This design comes from an exercise in tuning for small area, a short achievable clock period and few clock cycles on the open sky130 flow, not from production work. RTL that was checked went through simulation tests only; none was proved equivalent to the original. The RTL of runs 4 to 7 was laid out without a check of its function.

==> flow/design.v <==
module hive_div (
    input  wire        clk,
    input  wire        rst,
    input  wire        in_valid,
    output wire        in_ready,
    input  wire [1:0]  in_op,
    input  wire [31:0] in_a,
    input  wire [31:0] in_b,
    output reg         out_valid,
    output wire [31:0] out_result
);
    reg        rdy;                  
    reg        p1, p2, it, fx;
    reg        sgn, is_mod, sa, sb;  
    reg        nsb, ee;              
    reg [31:0] R;                    
    reg [31:0] Q;                    
    reg [32:0] D;                    
    reg [4:0]  cnt;
    reg        last, one, dsh;       
    reg        fxw;                  
    reg        cin, frc_x, xinv;     
    assign in_ready   = rdy;
    assign out_result = Q;
    function [5:0] msb;
        input [31:0] x;
        reg [15:0] v1; reg [15:0] p1_;
        reg [7:0]  v2; reg [15:0] p2_;
        reg [3:0]  v3; reg [11:0] p3_;
        reg [1:0]  v4; reg [7:0]  p4_;
        integer i;
        begin
            for (i = 0; i < 16; i = i + 1) begin
                v1[i]  = x[2*i+1] | x[2*i];
                p1_[i] = x[2*i+1];
            end
            for (i = 0; i < 8; i = i + 1) begin
                v2[i]        = v1[2*i+1] | v1[2*i];
                p2_[2*i+:2]  = v1[2*i+1] ? {1'b1, p1_[2*i+1]} : {1'b0, p1_[2*i]};
            end
            for (i = 0; i < 4; i = i + 1) begin
                v3[i]        = v2[2*i+1] | v2[2*i];
                p3_[3*i+:3]  = v2[2*i+1] ? {1'b1, p2_[4*i+2+:2]} : {1'b0, p2_[4*i+:2]};
            end
            for (i = 0; i < 2; i = i + 1) begin
                v4[i]        = v3[2*i+1] | v3[2*i];
                p4_[4*i+:4]  = v3[2*i+1] ? {1'b1, p3_[6*i+3+:3]} : {1'b0, p3_[6*i+:3]};
            end
            msb = {v4[1] | v4[0], v4[1] ? {1'b1, p4_[7:4]} : {1'b0, p4_[3:0]}};
        end
    endfunction
    wire        e      = sa && sb;
    wire        sdiff  = sa ^ sb;
    wire [31:0] ax     = ee ? {~R[30:0], 1'b1} : R;
    wire [5:0]  ma     = msb(ax);
    wire [5:0]  mb     = msb(~D[31:0]);
    wire [5:0]  nd     = {1'b0, ma[4:0]} - {1'b0, mb[4:0]};    
    wire        a_zero = (R == 32'd0) && !sa;
    wire        d_ones = (D[31:0] == 32'hFFFF_FFFF);          
    wire        b_zero = d_ones && !sb;
    wire        ovf    = d_ones && sb && (R == 32'h8000_0000);
    wire        spec   = b_zero || ovf;
    wire        zr     = spec || a_zero;
    wire        skip   = nd[5] || !ma[5] || zr;
    wire        addb   = sdiff && !zr;   
    wire [31:0] spec_q = is_mod ? 32'd0 :
                         ovf ? 32'h7FFF_FFFF :
                         !sgn ? 32'hFFFF_FFFF :
                         sa ? 32'h8000_0000 : 32'h7FFF_FFFF;
    wire        fill   = nsb;
    wire [32:0] s0     = D;
    wire [32:0] s1     = cnt[0] ? {s0[31:0], fill}        : s0;
    wire [32:0] s2     = cnt[1] ? {s1[30:0], {2{fill}}}   : s1;
    wire [32:0] s3     = cnt[2] ? {s2[28:0], {4{fill}}}   : s2;
    wire [32:0] s4     = cnt[3] ? {s3[24:0], {8{fill}}}   : s3;
    wire [32:0] Dsh    = cnt[4] ? {s4[16:0], {16{fill}}}  : s4;
    wire [32:0] Y      = D | {33{frc_x}};
    wire [34:0] sum_c  = {2'b00, R, 1'b1} + {1'b0, Y, cin};    
    wire        fits   = sum_c[34];
    wire [31:0] X      = sum_c[32:1] ^ {32{xinv}};
    always @(posedge clk) begin
        if (rst) begin
            rdy       <= 1'b1;
            p1        <= 1'b0;
            p2        <= 1'b0;
            it        <= 1'b0;
            fx        <= 1'b0;
            out_valid <= 1'b0;
        end else begin
            out_valid <= fx;
            if (rdy) begin
                fx  <= 1'b0;
                if (in_valid) begin
                    rdy <= 1'b0;
                    p1  <= 1'b1;
                end
            end
            if (p1) begin
                p1 <= 1'b0;
                if (skip) begin
                    fx  <= 1'b1;
                    rdy <= 1'b1;
                end else begin
                    p2  <= 1'b1;
                end
            end
            if (p2) begin
                p2 <= 1'b0;
                it <= 1'b1;
            end
            if ((p2 && last || it && one) && !is_mod) begin
                fx  <= 1'b1;
                rdy <= 1'b1;
            end
            if (it && last) begin
                it  <= 1'b0;
                if (is_mod) begin
                    fx  <= 1'b1;
                    rdy <= 1'b1;
                end
            end
        end
        if (p2 || (it && fits))
            R <= X;
        if (rdy) begin
            R       <= in_a ^ {32{!in_op[0] && in_a[31] && !in_b[31]}};
            D       <= {1'b1, in_b ^ {32{!(!in_op[0] && in_b[31])}}};
            sgn     <= !in_op[0];
            is_mod  <= in_op[1];
            sa      <= !in_op[0] && in_a[31];
            sb      <= !in_op[0] && in_b[31];
            nsb     <= !(!in_op[0] && in_b[31]);
            ee      <= !in_op[0] && in_a[31] && in_b[31];
        end
        if (p2)
            D <= Dsh;
        if (dsh)
            D <= {D[32], D[32:1]};
        if (p1)
            Q <= spec ? spec_q : {32{addb}};
        if (it)
            Q <= {Q[30:0], fits ^ sdiff};
        if (fx && fxw)
            Q <= X;
        if (p1) begin
            cnt   <= nd[4:0];
            last  <= (nd[4:0] == 5'd0);
            one   <= (nd[4:0] == 5'd1);
            fxw   <= is_mod && !spec;
            frc_x <= !skip || !addb;
            cin   <= skip ? (!addb || sa) : !sb;
            xinv  <= skip ? (addb && sa) : e;
        end
        dsh <= !rst && (p2 ? !last : (it && !last && !one));
        if (p2) begin
            frc_x <= 1'b0;
            xinv  <= 1'b0;
        end
        if (it) begin
            if (!last) begin
                cnt  <= cnt - 5'd1;
                last <= one;
                one  <= (cnt == 5'd2);
            end
            else begin
                frc_x <= is_mod && (sa == sb);
                cin   <= !e;
                xinv  <= sa;
            end
        end
    end
endmodule
==> flow/flow/run.sh <==
#!/bin/bash
# The standard layout, with timing repair aimed at a shorter period than the
# clock's: repair_timing treats any path with less than 7 ns of slack at the
# 10 ns clock as failing. Constraints and clock are the design's own.
set -euo pipefail
bash standard.sh finish SETUP_SLACK_MARGIN=7 > flow_make.log 2>&1
==> flow/standard.sh <==
#!/bin/bash
# synth_recipe.tcl (not shown) runs the flow's synth.tcl, then flattens the netlist and writes it again
# the make line also repeats each setting of config.mk as NAME=value (left out here)
make -C /OpenROAD-flow-scripts/flow DESIGN_CONFIG=/design/flow/config.mk WORK_HOME=/design/flow/orfs CLKGATE_MAP_FILE= SYNTH_SCRIPT=/design/flow/synth_recipe.tcl "${@:-finish}"
==> flow/config.mk <==
export PLATFORM = sky130hd
export DESIGN_NAME = hive_div
export DESIGN_NICKNAME = hive_div
export VERILOG_FILES = /design/flow/design.v
export SDC_FILE = /design/flow/constraint.sdc
export NUM_CORES = 4
export LEC_CHECK = 0
export ABC_AREA = 1
export CAP_MARGIN = 20
export CORE_MARGIN = 2
export CORE_UTILIZATION = 30
export PLACE_DENSITY = 0.6
export SLEW_MARGIN = 20
==> flow/constraint.sdc <==
create_clock -name core_clock -period 10.0 [get_ports {clk}]
set_input_delay 2.0000 -clock core_clock [delete_from_list [all_inputs] [get_ports {clk}]]
set_output_delay 2.0000 -clock core_clock [all_outputs]
set_load 0.01 [all_outputs]
==> results of run 1 <==
## layout make-up
| class | count | area (um^2) | area share [%] |
|---|---|---|---|
| repair buffers | 172 | 1660 | 11.2 |
| inverters | 157 | 641 | 4.30 |
| clock inverters | 14 | 135 | 0.907 |
| well taps | 518 | 648 | 4.35 |
| flip-flops and latches | 121 | 3470 | 23.3 |
| repair inverters | 2 | 12.5 | 0.0840 |
| multi-input cells | 1380 | 7900 | 53.0 |
| clock buffers | 18 | 429 | 2.88 |
## sequential cells by signal (all words and copies together), names as in the netlist, 5 cells and up
name	flops
Q	32
cnt	5
R	32
D	33
## worst paths after layout
check	startpoint	to	slack, ns	depth (start not counted)
worst min register to register	fx$_SDFF_PP0_	out_valid$_SDFF_PP0_	0.45	2
worst max register to register	ee$_DFFE_PP_	last$_DFF_P_	6.99	17
worst max-delay path	Q[1]$_DFFE_PP_	out_result[1]	6.97	1
worst min-delay path	fx$_SDFF_PP0_	out_valid$_SDFF_PP0_	0.45	2
## metal layers
metal | vias up | part of all wire (%) | GRT usage, %
met5 | - | 0 | 0
met4 | 0 | 2.5 | 5.70
met2 | 451 | 47 | 35.6
li1 | 6028 | - | -
met3 | 71 | 5.5 | 2.98
met1 | 5842 | 45 | 29.9
## stage by stage
stage | std cells | hold WS [ns]
after floorplan | 1733 | 0.416
after global placement | 2293 | 0.434
after detailed placement | 2293 | 0.436
after CTS | 2366 | 0.442
after global routing | 2382 | 0.501
final | 2382 | 0.447
## cell families after synthesis
group	share of synthesized area, %
simple gates	28.0
compound gates	20.6
buf+inv	8.03
flops	29.6
xor+xnor	8.22
fa+ha+maj	4.61
mux	0.950
## cell usage in the layout, fill, tap and decap left out, types with 5 or more instances in the layout
cell type / netlist / final
o211ai_1: 30 / 30
clkbuf_16: 0 / 18
nand2_1: 549 / 519
dfxtp_1: 17 / 14
nor2_1: 134 / 126
xor2_1: 71 / 70
nor3_1: 9 / 8
nand2_4: 1 / 7
buf_12: 1 / 7
buf_2: 16 / 27
a31oi_1: 6 / 6
ha_1: 40 / 35
xnor2_2: 0 / 11
inv_6: 0 / 6
a21oi_1: 110 / 99
edfxtp_1: 104 / 104
clkinvlp_4: 0 / 7
inv_1: 148 / 137
o21ai_0: 191 / 160
nand4_1: 12 / 12
xnor2_1: 39 / 28
nor2_4: 2 / 10
mux2i_1: 10 / 10
buf_6: 2 / 15
a21oi_2: 21 / 29
a21oi_4: 10 / 13
buf_4: 2 / 48
inv_2: 6 / 11
o21ai_1: 2 / 27
nand3b_1: 7 / 7
o22ai_1: 5 / 5
nand2_2: 2 / 25
clkdlybuf4s50_1: 0 / 65
nand3_1: 73 / 71
or2_2: 7 / 7
## repair_timing
action,in CTS,in global routing
pin swaps,37,46
buffers inserted,32,14
endpoints found under the setup margin,171,121
gates resized for setup,224,92
cloned,9,2
==> metrics.yaml, run 1 <==
status: "no timing/DRC/antenna violations"
seq_area_frac_synth_pct: 29.6
ioPinCount: 103
n_antenna_cell: 0
ant_nets: 0
syn_inst: 1733
portBuffers: 102
path_cells: "buf_2"
fp.dieArea_um2: 40700
post-dp-hpwl_um: 31900
synth_cell_types: 55
fin_ws_ns: 6.97
tightestPinTransition_ns: 0.930
layout-drive-gt1-share_pct: 15.8
required_ns: 8.00
max_cap_viol_count: 0
drt-total-wl_um: 44600
antenna_found_initial: 0
cts-htree-levels: 4
postLayoutCellArea_um2: 14900
synth_top_cell_by_area: "edfxtp_1"
grt_max_degree: 62
path_buf_inv: 1
drt_iter0_drc: 1137
grt_pass1_wl_um: 68400
skew_ns: 0.0188
synth_area_per_cell_um2: 6.76
fin_crit_ns: 3.03
rsz0062_at_grt: "true"
overflow: 0
num_vias: 12400
end_kind: "output port"
numCtsBuffers: 17
gp_congestion: 0.916
final_util_pct: 38.6
initial_core_util_pct: 30.4
wl_per_cell_um: 18.7
nets: 1962
yosys-top-cells-count: "549 x nand2_1, 191 x o21ai_0, 148 x inv_1, 134 x nor2_1, 110 x a21oi_1"
dp_slack_ns: 5.70
critPathMaxFanout: 2
drc: 0
worstSetupStartpointType: "flip-flop"
synth_edf_count: 104
postPlaceCellArea_um2: 13300
fp-row-count: 72
core_um2: 38600
cp_data_arrival_time_ns: 1.03
yosys-top-cells-area: "edfxtp_1 27%, nand2_1 18%, o21ai_0 8.2%"
die_h_um: 202
yosys.area.top_type_share_pct: 26.7
clk_latency_ns: 0.44
synth_ff_type: "edfxtp_1"
clock.fmax_ghz: 0.330
critPathMaxStageDelay_ns: 0.43
hp-class: "reg2reg"
setup-tns-final_ns: 0
yosysMostFrequentCell: "nand2_1"
post_drt_via_cell_ratio: 5.20
max-slew-margin-rel_pct: 37.9
area.growth.synth_to_final_pct: 27.1
syn-cell-area_um2: 11700
critPathTopFamily: "flip-flops"
cts_root_buf: "clkbuf_16"
slowest_stage: "edfxtp_1"
track_usage_pct: 21.7
period_share_pct: 30.3
syn_nets: 1844
grt_pass1_vias: 11900
path_class: "reg2out"
synthArstFlopShare_pct: 0
clockBufferDepth: 2
fp.dieW_um: 202
hold_viol_final: 0
dr.pass1.iters: 6
fill_cells: 4133
clk_pin_slew_ns: 0.07
ys_ff_latch: 121
yosys_warnings: 1
final_max_slew_viol_count: 0
setup_viol: 0
clock_sinks: 121
cts_tree: "built"
postCtsHoldBufs: 0
Testbench counts, summed over its fixed seeds: cycles 70,102.
==> run 2: changes to the inputs <==
--- a/flow/config.mk
+++ b/flow/config.mk
@@ -8,6 +8,6 @@
 export ABC_AREA = 1
 export CAP_MARGIN = 20
 export CORE_MARGIN = 2
-export CORE_UTILIZATION = 30
+export CORE_UTILIZATION = 40
 export PLACE_DENSITY = 0.6
 export SLEW_MARGIN = 20
==> run 2 against run 1 <==
  * Via count shrank 1.5%
  * Synthesized cell count is the same
  * Hold slack better by 0.0070 ns
  * Cell area down 3.9%
  * Routed wire length fell by 5.8%
  * Worst setup slack improved by 0.0094 ns
  * Global-route usage is 5.3 points higher
  * Still clean
  * Final cell count shrank 6.3%
==> metrics.yaml, run 2 <==
cts_root_buf: "clkbuf_16"
fin_ws_ns: 6.98
yosys_warnings: 1
critPathMaxFanout: 2
clk_latency_ns: 0.44
startpoint: "Q[11]$_DFFE_PP_"
core_um2: 28800
r2r_slack_ns: 7.05
clock.fmax_ghz: 0.331
numCtsBuffers: 17
max-slew-margin-rel_pct: 30.7
grt_max_degree: 62
syn-cell-area_um2: 11700
synth_edf_count: 104
nets: 1947
final_common_cell: "nand2_1"
synth_ff_type: "edfxtp_1"
synth_top_family_by_area: "simple AND/OR/NAND/NOR gates"
rsz0062_at_grt: "true"
clock_sinks: 121
hp-class: "reg2reg"
die_h_um: 175
largest_reg_flops: 33
fp.dieArea_um2: 30700
max_cap_viol_count: 0
area.growth.synth_to_final_pct: 22.2
synth_top_cell_by_area: "edfxtp_1"
critPathTopFamily: "flip-flops"
postPlaceCellArea_um2: 13100
slowest_stage: "edfxtp_1"
drt_iter0_drc: 1085
synth_compound_area_share_pct: 20.6
cts_tree: "built"
yosys-top-cells-count: "549 x nand2_1, 191 x o21ai_0, 148 x inv_1, 134 x nor2_1, 110 x a21oi_1"
postLayoutCellArea_um2: 14300
seq_area_frac_synth_pct: 29.6
final_cell_mix: "527 x nand2_1, 161 x o21ai_0, 141 x inv_1, 123 x nor2_1, 104 x edfxtp_1"
hold_viol_final: 0
yosys-top-cells-area: "edfxtp_1 27%, nand2_1 18%, o21ai_0 8.2%"
final_cells: 2233
r2r_cells: 22
worstSetupStartpointType: "flip-flop"
gp_congestion: 0.967
end_kind: "output port"
fp.dieW_um: 175
dpl.cell_count: 2156
ioPinCount: 103
cts-htree-levels: 4
synthXorXnorAreaFrac_pct: 8.22
grt_pass1_vias: 11700
final_util_pct: 49.7
dr.pass1.iters: 6
cp_data_arrival_time_ns: 1.02
final_max_slew_viol_count: 0
setup_viol: 0
path_buf_inv: 1
initial_core_util_pct: 40.7
syn_nets: 1844
dp_slack_ns: 5.71
skew_ns: 0.0209
grt_pass1_wl_um: 64500
ant_nets: 0
whs_ns: 0.454
drc: 0
post-dp-hpwl_um: 30200
cp.depth: 1
ys_ff_latch: 121
crit_path_end: "out_result[11]"
period_share_pct: 30.2
synth_cell_types: 55
reg.largest.list: "D (33), Q (32), R (32)"
r2r_start: "ee$_DFFE_PP_"
fp-row-count: 62
syn_inst: 1733
synthSimpleGateAreaFrac_pct: 28.0
muxShareOfSynthArea_pct: 0.950
timing.rr.end: "cin$_DFF_P_"
required_ns: 8.00
antenna_found_initial: 0
yosys.area.top_type_share_pct: 26.7
num_vias: 12200
fin_crit_ns: 3.02
overflow: 0
critPathMaxStageDelay_ns: 0.42
clockBufferDepth: 2
path_class: "reg2out"
setup-tns-final_ns: 0
synthArstFlopShare_pct: 0
layout-drive-gt1-share_pct: 14.3
synth_area_per_cell_um2: 6.76
status: "no timing/DRC/antenna violations"
yosysMostFrequentCell: "nand2_1"
post_drt_via_cell_ratio: 5.47
drt-total-wl_um: 42000
wl_per_cell_um: 18.8
tightestPinTransition_ns: 1.04
n_antenna_cell: 0
synthAdderAreaFrac_pct: 4.61
path_cells: "buf_2"
postCtsHoldBufs: 0
regMostFlops: "D"
clk_pin_slew_ns: 0.07
track_usage_pct: 27.0
portBuffers: 102
==> run 2: cell counts after synthesis <==
Identical to the previous run, type by type.
==> run 2: cell families after synthesis <==
| group | after synthesis |
|---|---|
| AOI/OAI and AO/OA | 407 |
| xor gates and xnor gates | 110 |
| adders and majority gates | 42 |
| buffers and inverters | 235 |
| DFF | 121 |
| muxes | 11 |
| and+or+nand+nor | 807 |
==> run 2: how the worst min path moves through the flow <==
stage | to | startpoint | cells past startpoint | slack, ns
after floorplan | out_valid$_SDFF_PP0_ | fx$_SDFF_PP0_ | 2 | 0.42
after global placement | out_valid$_SDFF_PP0_ | fx$_SDFF_PP0_ | 2 | 0.45
after detailed placement | out_valid$_SDFF_PP0_ | fx$_SDFF_PP0_ | 2 | 0.44
after CTS | out_valid$_SDFF_PP0_ | fx$_SDFF_PP0_ | 2 | 0.45
after global routing | out_valid$_SDFF_PP0_ | fx$_SDFF_PP0_ | 2 | 0.49
final | out_valid$_SDFF_PP0_ | fx$_SDFF_PP0_ | 2 | 0.45
==> run 2: routing by layer <==
layer  share of wire [%]  track usage, %  vias to the layer above
li1                    -               -                     6002
met1                  44            36.4                     5708
met2                  48            45.7                      435
met3                 5.6            2.55                       63
met4                 2.5            8.51                        0
met5                   0               0                        -
==> run 2: area by class of cell <==
class,instances,area [um^2]
clock buffers,18,429
clock inverters,14,139
fillers,2913,14500
inverters,157,621
multi-input cells,1379,7700
flip-flops and latches,121,3470
well taps,384,480
repair buffers,159,1470
repair inverters,1,7.51
==> run 2: repair_timing <==
item,4_1_cts,5_1_grt
endpoints found under the setup margin,169,97
resized for setup,188,78
gates cloned,7,1
pin swaps,11,25
buffers inserted,19,18
==> run 3: changes to the inputs <==
==> flow/flow/run.sh (replaced) <==
#!/bin/bash
# The standard layout, with timing repair aimed at a shorter period than the
# clock's: repair_timing treats any path with less than 7.1 ns of slack at the
# 10 ns clock as failing. Constraints and clock are the design's own.
set -euo pipefail
bash standard.sh finish SETUP_SLACK_MARGIN=7.1 > flow_make.log 2>&1
==> run 3 against run 2 <==
  * Register-to-register slack lost 0.07 ns
  * Worst setup slack lost 0.0064 ns
  * Hold slack lost 0.011 ns
  * Via count grew 2.4%
  * Critical endpoint is now out_result[0]
  * Largest cell class unchanged
  * Clock-buffer cell count is the same
  * Final cell count grew 1.2%
  * First-iteration DRC count shrank 3.8%
  * Synthesized cell count is the same
==> metrics.yaml, run 3 <==
status: "no timing/DRC/antenna violations"
layout-drive-gt1-share_pct: 17.0
skew_ns: 0.0180
clock_sinks: 121
required_ns: 8.00
final_cells: 2260
cp_data_arrival_time_ns: 1.03
rsz0062_at_grt: "true"
yosysMostFrequentCell: "nand2_1"
synth_area_per_cell_um2: 6.76
largest_reg_flops: 33
yosys_warnings: 1
gp_congestion: 0.982
clockBufferDepth: 2
synth_top_cell_by_area: "edfxtp_1"
synthArstFlopShare_pct: 0
yosys-top-cells-area: "edfxtp_1 27%, nand2_1 18%, o21ai_0 8.2%"
critPathMaxStageDelay_ns: 0.42
synth_ff_type: "edfxtp_1"
n_antenna_cell: 0
cts_root_buf: "clkbuf_16"
critPathTopFamily: "flip-flops"
final_max_slew_viol_count: 0
nets: 1974
die_h_um: 175
ant_nets: 0
synth_edf_count: 104
area.growth.synth_to_final_pct: 26.4
fill_cells: 2882
portBuffers: 102
ys_ff_latch: 121
path_class: "reg2out"
seq_area_frac_synth_pct: 29.6
grt_pass1_vias: 11900
wl_per_cell_um: 19.7
syn-cell-area_um2: 11700
hold_viol_final: 0
grt_pass1_wl_um: 66600
dpl.cell_count: 2156
drc: 0
fp.dieW_um: 175
dr.pass1.iters: 6
regMostFlops: "D"
synth_cell_types: 55
drt-total-wl_um: 44500
worstSetupStartpointType: "flip-flop"
multiInputGateArea_um2: 7890
initial_core_util_pct: 40.7
setup-tns-final_ns: 0
clock.fmax_ghz: 0.330
syn_inst: 1733
final_cell_mix: "514 x nand2_1, 164 x o21ai_0, 139 x inv_1, 121 x nor2_1, 104 x edfxtp_1"
setup_viol: 0
critPathMaxFanout: 2
period_share_pct: 30.3
end_kind: "output port"
slowest_stage: "edfxtp_1"
drt_iter0_drc: 1044
post_drt_via_cell_ratio: 5.53
overflow: 0
syn_nets: 1844
track_usage_pct: 28.2
cts_tree: "built"
final_common_cell: "nand2_1"
fp.dieArea_um2: 30700
path_cells: "buf_2"
whs_ns: 0.442
numCtsBuffers: 17
antenna_found_initial: 0
fp-row-count: 62
tightestPinTransition_ns: 1.07
clk_pin_slew_ns: 0.07
max_cap_viol_count: 0
postCtsHoldBufs: 0
num_vias: 12500
cts-htree-levels: 4
max-slew-margin-rel_pct: 28.7
register_area_um2: 3470
yosys-top-cells-count: "549 x nand2_1, 191 x o21ai_0, 148 x inv_1, 134 x nor2_1, 110 x a21oi_1"
core_um2: 28800
reg.largest.list: "D (33), Q (32), R (32)"
fin_crit_ns: 3.03
yosys.area.top_type_share_pct: 26.7
post-dp-hpwl_um: 31100
path_buf_inv: 1
r2r_slack_ns: 6.98
final_util_pct: 51.4
clk_latency_ns: 0.44
hp-class: "reg2reg"
grt_max_degree: 62
ioPinCount: 103
==> run 3: cell counts after synthesis <==
No cell type changed its count.
==> run 3: worst paths after layout <==
path                        from              endpoint  cells after the start
setup / recovery  Q[0]$_DFFE_PP_         out_result[0]                      1
setup reg to reg    ee$_DFFE_PP_         fx$_SDFF_PP0_                     21
hold / removal     fx$_SDFF_PP0_  out_valid$_SDFF_PP0_                      2
hold reg to reg    fx$_SDFF_PP0_  out_valid$_SDFF_PP0_                      2
==> run 3: cell families after synthesis <==
group	synth area share, %
simple gates	28.0
fa+ha+maj	4.61
flops	29.6
xor+xnor	8.22
mux	0.950
compound gates	20.6
buf+inv	8.03
==> run 3: metrics by stage <==
| stage | area, um^2 | setup slack, ns |
|---|---|---|
| after global routing | 14800 | 6.82 |
| after CTS | 14100 | 6.99 |
| after detailed placement | 13000 | 5.81 |
| final | 14800 | 6.97 |
| after floorplan | 11800 | 6.90 |
| after global placement | 13000 | 5.82 |
==> run 3: worst reg2reg max path, stage by stage (launching register included) <==
cell and delay [ns]:
edfxtp_1 0.38, buf_6 0.16, buf_12 0.15, nand2_1 0.07, nand2_1 0.07, nand2_1 0.18, nor2_4 0.09, nand2_2 0.09
inv_2 0.06, nand2_2 0.07, nand2_2 0.08, a21oi_2 0.18, inv_2 0.07, ha_4 0.28, nand2_4 0.05, nor3_2 0.18
nor2_1 0.08, a21oi_2 0.22, nand2_2 0.14, buf_4 0.18, nand2_2 0.07, a31oi_1 0.08
==> run 3: area by class of cell <==
type                       count  area share, %
clock buffer                  18           2.90
timing repair inverter         2          0.127
inverter                     157           4.23
tap                          384           3.24
multi-input combinational   1380           53.3
sequential                   121           23.4
clock inverter                14           1.16
timing repair buffer         184           11.6
==> run 3: what timing repair did <==
action | 4_1_cts | 5_1_grt
pin swaps | 25 | 47
buffers inserted | 29 | 32
gates resized for setup | 221 | 110
endpoints found under the setup margin | 172 | 141
gates cloned | 10 | 1
==> run 3: layer usage <==
| layer | global-route usage, % | part of all wire [%] | up-vias |
|---|---|---|---|
| met5 | 0 | 0 | - |
| met4 | 10.7 | 4.0 | 0 |
| met3 | 3.20 | 5.3 | 100 |
| met2 | 47.7 | 47 | 451 |
| met1 | 36.8 | 44 | 5898 |
| li1 | - | - | 6057 |
==> run 4: changes to the inputs <==
--- a/flow/design.v
+++ b/flow/design.v
@@ -10,7 +10,7 @@
     output wire [31:0] out_result
 );
     reg        rdy;                  
-    reg        p1, p2, it, fx;
+    reg        p1, it, fx;
     reg        sgn, is_mod, sa, sb;  
     reg        nsb, ee;              
     reg [31:0] R;                    
@@ -67,13 +67,14 @@
                          ovf ? 32'h7FFF_FFFF :
                          !sgn ? 32'hFFFF_FFFF :
                          sa ? 32'h8000_0000 : 32'h7FFF_FFFF;
+    wire [4:0]  sh     = nd[4:0] & {5{!nd[5]}};
     wire        fill   = nsb;
     wire [32:0] s0     = D;
-    wire [32:0] s1     = cnt[0] ? {s0[31:0], fill}        : s0;
-    wire [32:0] s2     = cnt[1] ? {s1[30:0], {2{fill}}}   : s1;
-    wire [32:0] s3     = cnt[2] ? {s2[28:0], {4{fill}}}   : s2;
-    wire [32:0] s4     = cnt[3] ? {s3[24:0], {8{fill}}}   : s3;
-    wire [32:0] Dsh    = cnt[4] ? {s4[16:0], {16{fill}}}  : s4;
+    wire [32:0] s1     = sh[0] ? {s0[31:0], fill}        : s0;
+    wire [32:0] s2     = sh[1] ? {s1[30:0], {2{fill}}}   : s1;
+    wire [32:0] s3     = sh[2] ? {s2[28:0], {4{fill}}}   : s2;
+    wire [32:0] s4     = sh[3] ? {s3[24:0], {8{fill}}}   : s3;
+    wire [32:0] Dsh    = sh[4] ? {s4[16:0], {16{fill}}}  : s4;
     wire [32:0] Y      = D | {33{frc_x}};
     wire [34:0] sum_c  = {2'b00, R, 1'b1} + {1'b0, Y, cin};    
     wire        fits   = sum_c[34];
@@ -82,7 +83,6 @@
         if (rst) begin
             rdy       <= 1'b1;
             p1        <= 1'b0;
-            p2        <= 1'b0;
             it        <= 1'b0;
             fx        <= 1'b0;
             out_valid <= 1'b0;
@@ -101,14 +101,10 @@
                     fx  <= 1'b1;
                     rdy <= 1'b1;
                 end else begin
-                    p2  <= 1'b1;
+                    it  <= 1'b1;
                 end
             end
-            if (p2) begin
-                p2 <= 1'b0;
-                it <= 1'b1;
-            end
-            if ((p2 && last || it && one) && !is_mod) begin
+            if ((p1 && !skip && sh == 5'd0 || it && one) && !is_mod) begin
                 fx  <= 1'b1;
                 rdy <= 1'b1;
             end
@@ -120,7 +116,7 @@
                 end
             end
         end
-        if (p2 || (it && fits))
+        if (p1 || (it && fits))
             R <= X;
         if (rdy) begin
             R       <= in_a ^ {32{!in_op[0] && in_a[31] && !in_b[31]}};
@@ -132,7 +128,7 @@
             nsb     <= !(!in_op[0] && in_b[31]);
             ee      <= !in_op[0] && in_a[31] && in_b[31];
         end
-        if (p2)
+        if (p1)
             D <= Dsh;
         if (dsh)
             D <= {D[32], D[32:1]};
@@ -143,19 +139,15 @@
         if (fx && fxw)
             Q <= X;
         if (p1) begin
-            cnt   <= nd[4:0];
-            last  <= (nd[4:0] == 5'd0);
-            one   <= (nd[4:0] == 5'd1);
-            fxw   <= is_mod && !spec;
-            frc_x <= !skip || !addb;
-            cin   <= skip ? (!addb || sa) : !sb;
-            xinv  <= skip ? (addb && sa) : e;
+            cnt   <= sh;
+            last  <= (sh == 5'd0);
+            one   <= (sh == 5'd1);
+            fxw   <= is_mod && !zr;
+            frc_x <= skip && !addb;
+            cin   <= skip ? !e : !sb;
+            xinv  <= skip && sa;
         end
-        dsh <= !rst && (p2 ? !last : (it && !last && !one));
-        if (p2) begin
-            frc_x <= 1'b0;
-            xinv  <= 1'b0;
-        end
+        dsh <= !rst && (p1 ? (!skip && sh != 5'd0) : (it && !last && !one));
         if (it) begin
             if (!last) begin
                 cnt  <= cnt - 5'd1;
@@ -168,5 +160,10 @@
                 xinv  <= sa;
             end
         end
+        if (rdy) begin
+            frc_x <= 1'b1;
+            cin   <= !(!in_op[0] && in_b[31]);
+            xinv  <= !in_op[0] && in_a[31] && in_b[31];
+        end
     end
 endmodule
==> flow/flow/run.sh (replaced) <==
#!/bin/bash
# The standard layout, with timing repair aimed at a shorter period than the
# clock's: repair_timing treats any path with less than 7 ns of slack at the
# 10 ns clock as failing. Constraints and clock are the design's own.
set -euo pipefail
bash standard.sh finish SETUP_SLACK_MARGIN=7 > flow_make.log 2>&1
==> run 4 against run 3 <==
  * Maximum frequency fell by 22%
  * Sequential cell count fell by 1
  * Clock-buffer cell count rose by 1
  * Largest cell class unchanged
==> metrics.yaml, run 4 <==
path_cells: "nand2_1 > nor2_4 > nand2_2 > nor2_8 > o311ai_1 > o21ai_1 > ha_4 > buf_4 > buf_4 > nand2_2 > inv_2 > nor2_4 > nand2_8 > clkinv_16 > buf_12 > nand3_1 > nand3_1 > nand3_1 > a22oi_2"
synth_top_cell_by_area: "edfxtp_1"
clk_latency_ns: 0.44
max_cap_viol_count: 0
route.met3.wl_um: 6590
path_common_cell: "nand3_1"
clockBufferDepth: 2
setup_viol: 0
yosysMostFrequentCell: "nand2_1"
reg.largest.list: "D (33), Q (32), R (32)"
postPlaceCellArea_um2: 13500
post_drt_via_cell_ratio: 5.97
core_um2: 29600
post-dp-hpwl_um: 36200
fp.dieArea_um2: 31600
yosys-top-cells-count: "554 x nand2_1, 291 x nand3_1, 173 x inv_1, 158 x nor2_1, 104 x edfxtp_1"
clock_sinks: 120
grt_pass1_wl_um: 81000
num_vias: 14800
final_cell_mix: "486 x nand2_1, 184 x nand3_1, 153 x inv_1, 118 x nor2_1, 104 x edfxtp_1"
synth_area_per_cell_um2: 6.47
fin_crit_ns: 3.87
fill_cells: 2771
largest_reg_flops: 33
cts_root_buf: "clkbuf_16"
yosys-top-cells-area: "edfxtp_1 26%, nand2_1 17%, nand3_1 12%"
dr.pass1.iters: 7
max-slew-margin-rel_pct: 26.8
multiInputGateArea_um2: 9430
skew_ns: 0.0190
fp.dieW_um: 178
drt-total-wl_um: 55100
seq_area_frac_synth_pct: 28.5
clk_pin_slew_ns: 0.07
nets: 2181
ioPinCount: 103
cts_tree: "built"
final_common_cell: "nand2_1"
period_share_pct: 38.7
syn_nets: 1974
syn-cell-area_um2: 12100
whs_ns: 0.471
path_class: "reg2reg"
synth_edf_count: 104
cp_data_arrival_time_ns: 4.14
track_usage_pct: 33.9
final_util_pct: 58.2
rsz0062_at_grt: "true"
end_kind: "flip-flop"
grt_max_degree: 51
tightestPinTransition_ns: 1.10
clock.fmax_ghz: 0.258
critPathMaxStageDelay_ns: 0.55
layout-drive-gt1-share_pct: 27.5
synth_ff_type: "edfxtp_1"
synth_cell_types: 52
required_ns: 10.28
setup-tns-final_ns: 0
grt_pass1_vias: 13500
critPathTopFamily: "simple AND/OR/NAND/NOR gates"
synthArstFlopShare_pct: 0
wl_per_cell_um: 22.3
slowest_stage: "edfxtp_1"
gp_congestion: 1.03
portBuffers: 102
hp-class: "reg2reg"
status: "no timing/DRC/antenna violations"
ant_nets: 0
initial_core_util_pct: 40.7
wl_met1_um: 23300
cts-htree-levels: 4
yosys_warnings: 1
area.growth.synth_to_final_pct: 43.1
path_buf_inv: 5
syn_inst: 1863
yosys.area.top_type_share_pct: 25.9
worstSetupStartpointType: "flip-flop"
antenna_found_initial: 2
drc: 0
postCtsHoldBufs: 0
postLayoutCellArea_um2: 17300
die_h_um: 178
routed.top_layer: "met4"
register_area_um2: 3450
numCtsBuffers: 17
hold_viol_final: 0
critPathMaxFanout: 8
drt_iter0_drc: 2057
overflow: 0
final_max_slew_viol_count: 0
wl_met2_um: 23100
regMostFlops: "D"
fp-row-count: 63
ys_ff_latch: 120
## run 4: cell type report
| class | instances | area share, % |
|---|---|---|
| inverters | 180 | 4.53 |
| well taps | 390 | 2.83 |
| repair buffers | 250 | 14.2 |
| multi-input cells | 1494 | 54.6 |
| clock buffers | 19 | 2.64 |
| clock inverters | 13 | 0.609 |
| flip-flops and latches | 120 | 20.0 |
| diodes | 2 | 0.0290 |
| repair inverters | 7 | 0.602 |
## run 4: worst paths after layout
kind	end	slack (ns)	from	depth (start not counted)
max	D[13]$_DFFE_PP_	6.13	D[21]$_DFFE_PP_	19
min	out_valid$_SDFF_PP0_	0.47	fx$_SDFF_PP0_	2
max reg2reg	D[13]$_DFFE_PP_	6.13	D[21]$_DFFE_PP_	19
min reg2reg	out_valid$_SDFF_PP0_	0.47	fx$_SDFF_PP0_	2
## run 4: routing by layer
layer / up-vias / GRT usage, %
met5: - / 0
met4: 0 / 10.1
met3: 190 / 8.44
met2: 1012 / 49.3
met1: 6903 / 49.1
li1: 6679 / -
## run 4: timing repair
item                                    CTS  global route
endpoints found under the setup margin  177           152
pin swaps                                80            74
resized for setup                       441           166
hold endpoints to repair                  0             0
gates cloned                             23             2
setup buffers                            79            48
## run 4: kinds of logic after synthesis
group	after synthesis	synth area share, %
AOI/OAI and AO/OA	275	13.3
xor gates and xnor gates	96	6.97
adders and majority gates	42	4.48
buffers and inverters	259	8.37
DFF	120	28.5
muxes	8	0.664
and+or+nand+nor	1063	37.6
## run 4: per-stage QoR
| stage | setup WS, ns | cells |
|---|---|---|
| after floorplan | 6.84 | 1863 |
| after global placement | 4.12 | 2288 |
| after detailed placement | 4.08 | 2288 |
| after CTS | 6.38 | 2422 |
| after global routing | 6.05 | 2473 |
| final | 6.13 | 2475 |
## run 4: tightest hold or removal path, stage by stage, from the launching register on
cell and delay, ns:
dfxtp_1 0.31, inv_1 0.07, nor2_1 0.04
==> run 5: changes to the inputs <==
==> flow/flow/run.sh (replaced) <==
#!/bin/bash
# The standard layout, with timing repair aimed at a shorter period than the
# clock's: repair_timing treats any path with less than 6.7 ns of slack at the
# 10 ns clock as failing. Constraints and clock are the design's own.
set -euo pipefail
bash standard.sh finish SETUP_SLACK_MARGIN=6.7 > flow_make.log 2>&1
==> run 5 against run 4 <==
  * Die area unchanged
  * Register-to-register slack barely moved
  * Final cell count shrank 2.6%
  * Global-route usage down 3.4 points
  * Synthesized area did not move
  * Via count shrank 7.4%
  * First-iteration DRC count decreased by 40%
==> metrics.yaml, run 5 <==
status: "no timing/DRC/antenna violations"
die_h_um: 178
postCtsHoldBufs: 0
cts_tree: "built"
path_common_cell: "nand2_1"
drt_iter0_drc: 1242
wl_per_cell_um: 20.6
dp_slack_ns: 5.11
yosysMostFrequentCell: "nand2_1"
max_cap_viol_count: 0
synth_area_per_cell_um2: 6.47
r2r_cells: 30
regMostFlops: "D"
area.growth.synth_to_final_pct: 35.5
synth_ff_type: "edfxtp_1"
numCtsBuffers: 17
clockBufferDepth: 2
setup-tns-final_ns: 0
core_um2: 29600
fin_ws_ns: 6.12
cts-htree-levels: 4
syn_nets: 1974
clk_pin_slew_ns: 0.07
hold_viol_final: 0
n_antenna_cell: 0
gp_congestion: 0.936
grt_pass1_vias: 13000
overflow: 0
skew_ns: 0.0126
final_cell_mix: "503 x nand2_1, 180 x nand3_1, 161 x inv_1, 141 x nor2_1, 104 x edfxtp_1"
clk_latency_ns: 0.44
reg.largest.list: "D (33), Q (32), R (32)"
timing.rr.end: "D[27]$_DFFE_PP_"
hold-path-cell-count: 2
setup_viol: 0
whs_ns: 0.457
synth_cell_types: 52
period_share_pct: 38.8
synth_edf_count: 104
ioPinCount: 103
critPathMaxStageDelay_ns: 0.41
clock_sinks: 120
tightestPinTransition_ns: 1.01
seq_area_frac_synth_pct: 28.5
grt_max_degree: 50
ant_nets: 0
dr.pass1.iters: 5
largest_reg_flops: 33
synthArstFlopShare_pct: 0
min_to: "out_valid$_SDFF_PP0_"
max-slew-margin-rel_pct: 32.4
num_vias: 13700
fp.dieW_um: 178
portBuffers: 102
fin_crit_ns: 3.88
antenna_found_initial: 0
syn-cell-area_um2: 12100
yosys.area.top_type_share_pct: 25.9
final_util_pct: 55.1
fp.dieArea_um2: 31600
r2r_start: "ee$_DFFE_PP_"
rsz0062_at_grt: "true"
drc: 0
final_max_slew_viol_count: 0
ys_ff_latch: 120
clock.fmax_ghz: 0.258
syn_inst: 1863
critPathMaxFanout: 8
final_common_cell: "nand2_1"
post_drt_via_cell_ratio: 5.68
post-dp-hpwl_um: 33800
synth_top_cell_by_area: "edfxtp_1"
worstHoldStart: "fx$_SDFF_PP0_"
end_kind: "flip-flop"
worstSetupStartpointType: "flip-flop"
drt-total-wl_um: 49700
layout-drive-gt1-share_pct: 19.3
nets: 2118
grt_pass1_wl_um: 73500
initial_core_util_pct: 40.7
yosys_warnings: 1
cts_root_buf: "clkbuf_16"
cp_data_arrival_time_ns: 4.08
r2r_slack_ns: 6.12
required_ns: 10.20
track_usage_pct: 30.5
path_class: "reg2reg"
yosys-top-cells-count: "554 x nand2_1, 291 x nand3_1, 173 x inv_1, 158 x nor2_1, 104 x edfxtp_1"
fp-row-count: 63
hp-class: "reg2reg"
yosys-top-cells-area: "edfxtp_1 26%, nand2_1 17%, nand3_1 12%"
slowest_stage: "edfxtp_1"
run 5: cell counts after synthesis:
Identical to the previous run, type by type.
run 5: cell families after synthesis:
logic type                 count (synthesis)  share of synthesized area [%]
AOI/OAI and AO/OA                        275                           13.3
DFF                                      120                           28.5
adders and majority gates                 42                           4.48
and+or+nand+nor                         1063                           37.6
muxes                                      8                          0.664
buffers and inverters                    259                           8.37
xor gates and xnor gates                  96                           6.97
run 5: stage by stage:
step	area, um^2	cells
after floorplan	12100	1863
after global placement	13400	2293
after detailed placement	13400	2293
after CTS	15400	2381
after global routing	16300	2410
final	16300	2410
run 5: layer usage:
metal	global-route usage, %	vias to the layer above	share of wire (%)
met5	0	-	0
met4	14.8	0	5.5
met3	4.41	141	6.7
met2	50.7	610	47
met1	38.8	6410	41
li1	-	6524	-
run 5: final cells by class:
cell class,instances,area [um^2]
clock buffers,17,425
clock inverters,15,151
fillers,2870,13300
inverters,180,742
multi-input cells,1488,8770
flip-flops and latches,120,3450
well taps,390,488
repair buffers,195,2280
repair inverters,5,37.5
run 5: worst max-delay path by stage:
stage                       startpoint              end  slack, ns  cells after the start
after global routing      ee$_DFFE_PP_  D[27]$_DFFE_PP_       5.88                     30
after detailed placement  ee$_DFFE_PP_  D[31]$_DFFE_PP_       5.11                     25
after floorplan           ee$_DFFE_PP_  D[22]$_DFFE_PP_       6.70                     25
after CTS                 ee$_DFFE_PP_  D[29]$_DFFE_PP_       6.30                     27
final                     ee$_DFFE_PP_  D[27]$_DFFE_PP_       6.12                     30
after global placement    ee$_DFFE_PP_  D[30]$_DFFE_PP_       5.12                     27
run 5: repair_timing:
action	CTS	global route
gates cloned	17	7
pin swaps	27	50
setup buffers	39	22
resized for setup	230	146
setup endpoints to repair	151	132
run 5: critical path, delay by kind of cell, from the launching register on:
| family | cells | cell delay, ns |
|---|---|---|
| flops | 1 | 0.41 |
| buf+inv | 10 | 1.16 |
| compound gates | 3 | 0.52 |
| simple gates | 16 | 1.18 |
| fa+ha+maj | 1 | 0.34 |
==> run 6: changes to the inputs <==
--- a/flow/design.v
+++ b/flow/design.v
@@ -10,7 +10,7 @@
     output wire [31:0] out_result
 );
     reg        rdy;                  
-    reg        p1, it, fx;
+    reg        p1, p2, it, fx;
     reg        sgn, is_mod, sa, sb;  
     reg        nsb, ee;              
     reg [31:0] R;                    
@@ -70,11 +70,12 @@
     wire [4:0]  sh     = nd[4:0] & {5{!nd[5]}};
     wire        fill   = nsb;
     wire [32:0] s0     = D;
+    wire        far    = (sh[4:2] != 3'd0);
     wire [32:0] s1     = sh[0] ? {s0[31:0], fill}        : s0;
-    wire [32:0] s2     = sh[1] ? {s1[30:0], {2{fill}}}   : s1;
-    wire [32:0] s3     = sh[2] ? {s2[28:0], {4{fill}}}   : s2;
-    wire [32:0] s4     = sh[3] ? {s3[24:0], {8{fill}}}   : s3;
-    wire [32:0] Dsh    = sh[4] ? {s4[16:0], {16{fill}}}  : s4;
+    wire [32:0] Dlo    = sh[1] ? {s1[30:0], {2{fill}}}   : s1;
+    wire [32:0] s3     = cnt[2] ? {D[28:0], {4{fill}}}   : D;
+    wire [32:0] s4     = cnt[3] ? {s3[24:0], {8{fill}}}  : s3;
+    wire [32:0] Dhi    = cnt[4] ? {s4[16:0], {16{fill}}} : s4;
     wire [32:0] Y      = D | {33{frc_x}};
     wire [34:0] sum_c  = {2'b00, R, 1'b1} + {1'b0, Y, cin};    
     wire        fits   = sum_c[34];
@@ -83,6 +84,7 @@
         if (rst) begin
             rdy       <= 1'b1;
             p1        <= 1'b0;
+            p2        <= 1'b0;
             it        <= 1'b0;
             fx        <= 1'b0;
             out_valid <= 1'b0;
@@ -100,9 +102,15 @@
                 if (skip) begin
                     fx  <= 1'b1;
                     rdy <= 1'b1;
+                end else if (far) begin
+                    p2  <= 1'b1;
                 end else begin
                     it  <= 1'b1;
                 end
+            end
+            if (p2) begin
+                p2 <= 1'b0;
+                it <= 1'b1;
             end
             if ((p1 && !skip && sh == 5'd0 || it && one) && !is_mod) begin
                 fx  <= 1'b1;
@@ -129,7 +137,9 @@
             ee      <= !in_op[0] && in_a[31] && in_b[31];
         end
         if (p1)
-            D <= Dsh;
+            D <= Dlo;
+        if (p2)
+            D <= Dhi;
         if (dsh)
             D <= {D[32], D[32:1]};
         if (p1)
@@ -147,7 +157,7 @@
             cin   <= skip ? !e : !sb;
             xinv  <= skip && sa;
         end
-        dsh <= !rst && (p1 ? (!skip && sh != 5'd0) : (it && !last && !one));
+        dsh <= !rst && (p1 ? (!skip && !far && sh != 5'd0) : (p2 || it && !last && !one));
         if (it) begin
             if (!last) begin
                 cnt  <= cnt - 5'd1;
==> flow/flow/run.sh (replaced) <==
#!/bin/bash
# The standard layout, with timing repair aimed at a shorter period than the
# clock's: repair_timing treats any path with less than 7 ns of slack at the
# 10 ns clock as failing. Constraints and clock are the design's own.
set -euo pipefail
bash standard.sh finish SETUP_SLACK_MARGIN=7 > flow_make.log 2>&1
==> run 6 against run 5 <==
  * First-iteration DRC count rose by 12%
  * Worst setup slack improved by 0.32 ns
  * Hold slack improved by 0.0036 ns
  * Non-clock buffer count grew 18
  * Sequential share of layout area grew 0.80 points
  * Routed wire length decreased by 0.77%
  * Core utilization shrank 1.2 points
  * Critical path type unchanged
==> metrics.yaml, run 6 <==
status: "no timing/DRC/antenna violations"
clk_pin_slew_ns: 0.07
path_class: "reg2reg"
yosys-top-cells-count: "575 x nand2_1, 194 x o21ai_0, 164 x inv_1, 127 x nor2_1, 116 x a21oi_1"
hp-class: "reg2reg"
period_share_pct: 35.5
hold-path-cell-count: 2
clock.fmax_ghz: 0.282
reg.largest.list: "D (33), Q (32), R (32)"
ys_ff_latch: 121
yosys.area.top_type_share_pct: 26.3
drc: 0
timing.rr.end: "D[21]$_DFFE_PP_"
path_buf_inv: 7
cp_data_arrival_time_ns: 3.83
portBuffers: 102
final_max_slew_viol_count: 0
cp.depth: 20
setup-tns-final_ns: 0
synthArstFlopShare_pct: 0
max-slew-margin-rel_pct: 30.3
clockBufferDepth: 2
synth_cell_types: 52
drt-total-wl_um: 49300
critPathTopFamily: "buffers and inverters"
initial_core_util_pct: 40.3
hold_viol_final: 0
postLayoutCellArea_um2: 15900
setup_viol: 0
track_usage_pct: 31.1
layout-drive-gt1-share_pct: 21.7
ioPinCount: 103
clock_sinks: 121
antenna_found_initial: 0
yosysMostFrequentCell: "nand2_1"
synth_top_cell_by_area: "edfxtp_1"
syn-cell-area_um2: 11900
postPlaceCellArea_um2: 13200
final_common_cell: "nand2_1"
slowest_stage: "fa_2"
rsz0062_at_grt: "true"
post_drt_via_cell_ratio: 5.69
syn_nets: 1923
gp_congestion: 0.952
clk_latency_ns: 0.45
synth_ff_type: "edfxtp_1"
regMostFlops: "D"
core_um2: 29400
path_cells: "buf_6 > inv_8 > or2_4 > nand2_4 > nor2_4 > buf_4 > o221ai_2 > nand3_1 > a32oi_1 > ha_2 > inv_2 > fa_2 > nand2_4 > nor2_4 > buf_12 > clkinvlp_4 > buf_12 > o211ai_1 > nand2_1 > a22oi_1"
nets: 2093
whs_ns: 0.460
worstSetupStartpointType: "flip-flop"
overflow: 0
skew_ns: 0.0163
yosys_warnings: 1
max_cap_viol_count: 0
num_vias: 13600
cts_root_buf: "clkbuf_16"
grt_pass1_vias: 13100
syn_inst: 1812
die_h_um: 176
end_kind: "flip-flop"
r2r_cells: 20
critPathMaxFanout: 9
fin_crit_ns: 3.55
min_to: "out_valid$_SDFF_PP0_"
numCtsBuffers: 17
n_antenna_cell: 0
ant_nets: 0
yosys-top-cells-area: "edfxtp_1 26%, nand2_1 18%, o21ai_0 8.2%"
cts_tree: "built"
r2r_slack_ns: 6.45
critPathMaxStageDelay_ns: 0.58
post-dp-hpwl_um: 32000
synth_area_per_cell_um2: 6.54
synth_edf_count: 104
cts-htree-levels: 4
area.growth.synth_to_final_pct: 33.7
fill_cells: 2816
tightestPinTransition_ns: 1.05
grt_pass1_wl_um: 74000
fp.dieArea_um2: 31000
r2r_start: "ee$_DFFE_PP_"
drt_iter0_drc: 1393
fp.dieW_um: 176
wl_per_cell_um: 20.7
dr.pass1.iters: 8
largest_reg_flops: 33
final_util_pct: 53.9
final_cell_mix: "518 x nand2_1, 146 x o21ai_0, 142 x inv_1, 113 x nor2_1, 104 x edfxtp_1"
worstHoldStart: "fx$_SDFF_PP0_"
grt_max_degree: 64
required_ns: 10.28
seq_area_frac_synth_pct: 29.2
fp-row-count: 63
run 6: worst max path at each step:
stage,to,startpoint
3_3_place_gp,D[12]$_DFFE_PP_,ee$_DFFE_PP_
3_5_place_dp,D[2]$_DFFE_PP_,ee$_DFFE_PP_
5_1_grt,D[7]$_DFFE_PP_,ee$_DFFE_PP_
2_1_floorplan,D[24]$_DFFE_PP_,ee$_DFFE_PP_
6_report,D[21]$_DFFE_PP_,ee$_DFFE_PP_
4_1_cts,D[21]$_DFFE_PP_,ee$_DFFE_PP_
run 6: repair_timing:
item / 4_1_cts / 5_1_grt
endpoints found under the setup margin: 176 / 140
hold buffers: 0 / 0
cloned: 22 / 0
pin swaps: 67 / 51
setup buffers: 64 / 29
gates resized for setup: 326 / 143
run 6: tightest hold or removal path: cells and delay by family (launching register included):
family | cells | cell delay [ns]
flip-flops | 1 | 0.31
AND/OR/NAND/NOR | 1 | 0.04
buffers and inverters | 1 | 0.07
run 6: metal layers:
metal,global-route usage [%],vias up,wire (um)
met2,50.0,694,22200
met4,16.6,0,2860
li1,-,6436,-
met1,40.3,6274,20500
met5,0,-,0
met3,4.80,172,3740
run 6: logic make-up after synthesis:
family	after synthesis	synth area share, %
simple gates	898	31.9
compound gates	418	19.7
buf+inv	249	8.46
flops	121	29.2
xor+xnor	84	6.20
fa+ha+maj	42	4.56
run 6: final cells by class:
cell class	count	area [um^2]	share of cell area (%)
clock buffers	17	425	2.68
clock inverters	15	151	0.955
inverters	168	688	4.34
multi-input cells	1455	8510	53.7
flip-flops and latches	121	3470	21.9
well taps	390	488	3.08
repair buffers	213	2070	13.0
repair inverters	6	56.3	0.355
run 6: per-stage QoR:
step | worst slack [ns] | instances
finish | 6.45 | 2385
CTS | 6.55 | 2355
floorplan | 6.93 | 1812
detailed placement | 5.30 | 2237
global placement | 5.42 | 2237
global route | 6.33 | 2385
==> run 7: changes to the inputs <==
==> flow/flow/run.sh (replaced) <==
#!/bin/bash
# The standard layout, with timing repair aimed at a shorter period than the
# clock's: repair_timing treats any path with less than 6.8 ns of slack at the
# 10 ns clock as failing. Constraints and clock are the design's own.
set -euo pipefail
bash standard.sh finish SETUP_SLACK_MARGIN=6.8 > flow_make.log 2>&1
==> run 7 against run 6 <==
  * Die area unchanged
  * First-iteration DRC count decreased by 4.3%
  * Global-route usage is 2.0 points lower
  * Clock-buffer cell count increased by 2
  * Synthesized cell count unchanged
  * Via count shrank 0.71%
  * Non-clock buffer count is 10 lower
  * Cell area down 2.5%
  * Routed wire length down 2.0%
  * Sequential cell count did not move
  * Clock skew rose by 0.00071 ns
==> metrics.yaml, run 7 <==
synth_cell_types: 52
rsz0062_at_grt: "true"
critPathMaxFanout: 7
syn-cell-area_um2: 11900
gp_congestion: 0.984
skew_ns: 0.0170
ys_ff_latch: 121
syn_nets: 1923
status: "no timing/DRC/antenna violations"
numCtsBuffers: 17
postCtsHoldBufs: 0
yosys-top-cells-count: "575 x nand2_1, 194 x o21ai_0, 164 x inv_1, 127 x nor2_1, 116 x a21oi_1"
grt_pass1_wl_um: 69800
layout-drive-gt1-share_pct: 15.9
period_share_pct: 36.5
max-slew-margin-rel_pct: 31.7
largest_reg_flops: 33
cts_tree: "built"
end_kind: "flip-flop"
hold_viol_final: 0
area.growth.synth_to_final_pct: 30.4
portBuffers: 102
setup-tns-final_ns: 0
worstHoldStart: "fx$_SDFF_PP0_"
final_common_cell: "nand2_1"
path_class: "reg2reg"
drc: 0
whs_ns: 0.452
final_cell_mix: "546 x nand2_1, 154 x o21ai_0, 145 x inv_1, 117 x nor2_1, 104 x edfxtp_1"
ioPinCount: 103
regMostFlops: "D"
r2r_start: "ee$_DFFE_PP_"
num_vias: 13500
seq_area_frac_synth_pct: 29.2
synth_top_cell_by_area: "edfxtp_1"
clock_sinks: 121
grt_max_degree: 63
n_antenna_cell: 0
post_drt_via_cell_ratio: 5.69
yosys_warnings: 1
drt_iter0_drc: 1333
reg.largest.list: "D (33), Q (32), R (32)"
fin_crit_ns: 3.65
synth_area_per_cell_um2: 6.54
clock.fmax_ghz: 0.274
syn_inst: 1812
drt-total-wl_um: 48300
postPlaceCellArea_um2: 13100
clockBufferDepth: 2
fill_cells: 2873
initial_core_util_pct: 40.3
antenna_found_initial: 0
max_cap_viol_count: 0
nets: 2077
startpoint: "ee$_DFFE_PP_"
clk_latency_ns: 0.44
synth_ff_type: "edfxtp_1"
tightestPinTransition_ns: 1.03
final_max_slew_viol_count: 0
yosys-top-cells-area: "edfxtp_1 26%, nand2_1 18%, o21ai_0 8.2%"
clk_pin_slew_ns: 0.07
dr.pass1.iters: 6
fin_ws_ns: 6.35
cts-htree-levels: 4
cts_root_buf: "clkbuf_16"
yosysMostFrequentCell: "nand2_1"
die_h_um: 176
yosys.area.top_type_share_pct: 26.3
fp.dieArea_um2: 31000
postLayoutCellArea_um2: 15500
ant_nets: 0
wl_per_cell_um: 20.4
overflow: 0
hp-class: "reg2reg"
required_ns: 10.27
synth_edf_count: 104
grt_pass1_vias: 12800
cp_data_arrival_time_ns: 3.92
synthArstFlopShare_pct: 0
post-dp-hpwl_um: 31800
worstSetupStartpointType: "flip-flop"
fp.dieW_um: 176
core_um2: 29400
track_usage_pct: 29.1
fp-row-count: 63
dp_slack_ns: 5.20
setup_viol: 0
[run 7: cell counts after synthesis]
Identical to the previous run, type by type.
[run 7: final cells by class]
class | instances | area [um^2] | share of cell area (%)
Clock buffer | 19 | 433 | 2.80
Tap cell | 390 | 488 | 3.16
Clock inverter | 13 | 178 | 1.15
Inverter | 168 | 668 | 4.32
Multi-Input combinational cell | 1452 | 8070 | 52.2
Sequential cell | 121 | 3470 | 22.4
Timing Repair Buffer | 203 | 2140 | 13.8
Timing Repair inverter | 3 | 25.0 | 0.162
[run 7: final timing paths]
check,to,slack (ns),cells past startpoint
max,D[22]$_DFFE_PP_,6.35,21
min,out_valid$_SDFF_PP0_,0.45,2
max reg2reg,D[22]$_DFFE_PP_,6.35,21
min reg2reg,out_valid$_SDFF_PP0_,0.45,2
[run 7: cell families after synthesis]
| family | after synthesis | share of synthesized area (%) |
|---|---|---|
| AOI/OAI and AO/OA | 418 | 19.7 |
| xor gates and xnor gates | 84 | 6.20 |
| adders and majority gates | 42 | 4.56 |
| buffers and inverters | 249 | 8.46 |
| DFF | 121 | 29.2 |
| and+or+nand+nor | 898 | 31.9 |
[run 7: routing by layer]
layer	share of wire (%)	vias to the layer above	GRT usage [%]
met2	45	660	47.1
met1	42	6268	38.0
met3	7.9	163	4.61
li1	-	6388	-
met5	0	-	0
met4	5.2	0	13.4
[run 7: critical path, stage by stage, from the launching register on]
cell and delay, ns:
edfxtp_1 0.40, buf_8 0.18, buf_6 0.11, nand2_1 0.06
o21ai_1 0.12, nand2_2 0.11, nor2_4 0.11, nand2_4 0.09
inv_2 0.08, nand3_1 0.08, a32oi_1 0.20, ha_2 0.21
inv_2 0.04, fa_2 0.57, nand2_4 0.07, nor2_4 0.15
buf_12 0.14, clkinvlp_4 0.17, buf_12 0.19, o211ai_1 0.16
nand2_1 0.07, a22oi_1 0.15
[run 7: what timing repair did]
item                                    4_1_cts  5_1_grt
buffers inserted                             49       27
pin swaps                                    28       43
resized for setup                           135      125
endpoints found under the setup margin      167      130
gates cloned                                 11       10
[run 7: stage by stage]
step                instances  utilization, %
finish                   2369            52.6
global route             2369            52.6
CTS                      2331            49.7
detailed placement       2239            44.7
global placement         2239            44.7
floorplan                1812               -

-- what the ideal ports hide --
The results above use ideal ports. As a check the final layouts listed here were re-extracted and re-timed, cells and wires unchanged. Step 1: set_driving_cell puts a clkbuf_16 on clk and a buf_2 on each other input, an assumption about the parent block. Step 2 times the ports against the registers' clock, not the clock port: input delays grow and output delays shrink by t, the midpoint of the rising clock arrivals with the driver on. Slacks: no drivers / after step 1 / after step 2; pairs: no drivers / after step 1.
run	shift t [ns]	slack for setup (ns)	worst setup path after step 2	latest minus earliest clock arrival (ns)	worst data-port slew with drivers (ns)
run 1	0.479	6.969 / 6.919 / 6.625	input to register	0.018 / 0.019	0.05
run 2	0.488	6.979 / 6.923 / 6.644	input to register	0.021 / 0.021	0.04
run 3	0.487	6.972 / 6.918 / 6.580	input to register	0.018 / 0.018	0.07
run 4	0.481	6.131 / 6.131 / 6.090	input to register	0.019 / 0.019	0.05
run 5	0.484	6.124 / 6.124 / 6.124	register to register	0.013 / 0.013	0.06
run 6	0.493	6.449 / 6.449 / 6.328	input to register	0.017 / 0.016	0.07
run 7	0.483	6.355 / 6.355 / 5.985	input to register	0.017 / 0.017	0.04
After both steps every run listed still meets setup and hold. For run 3, which loses most, drivers alone change the setup slack by -0.054 ns; drivers and shift together by -0.392 ns.
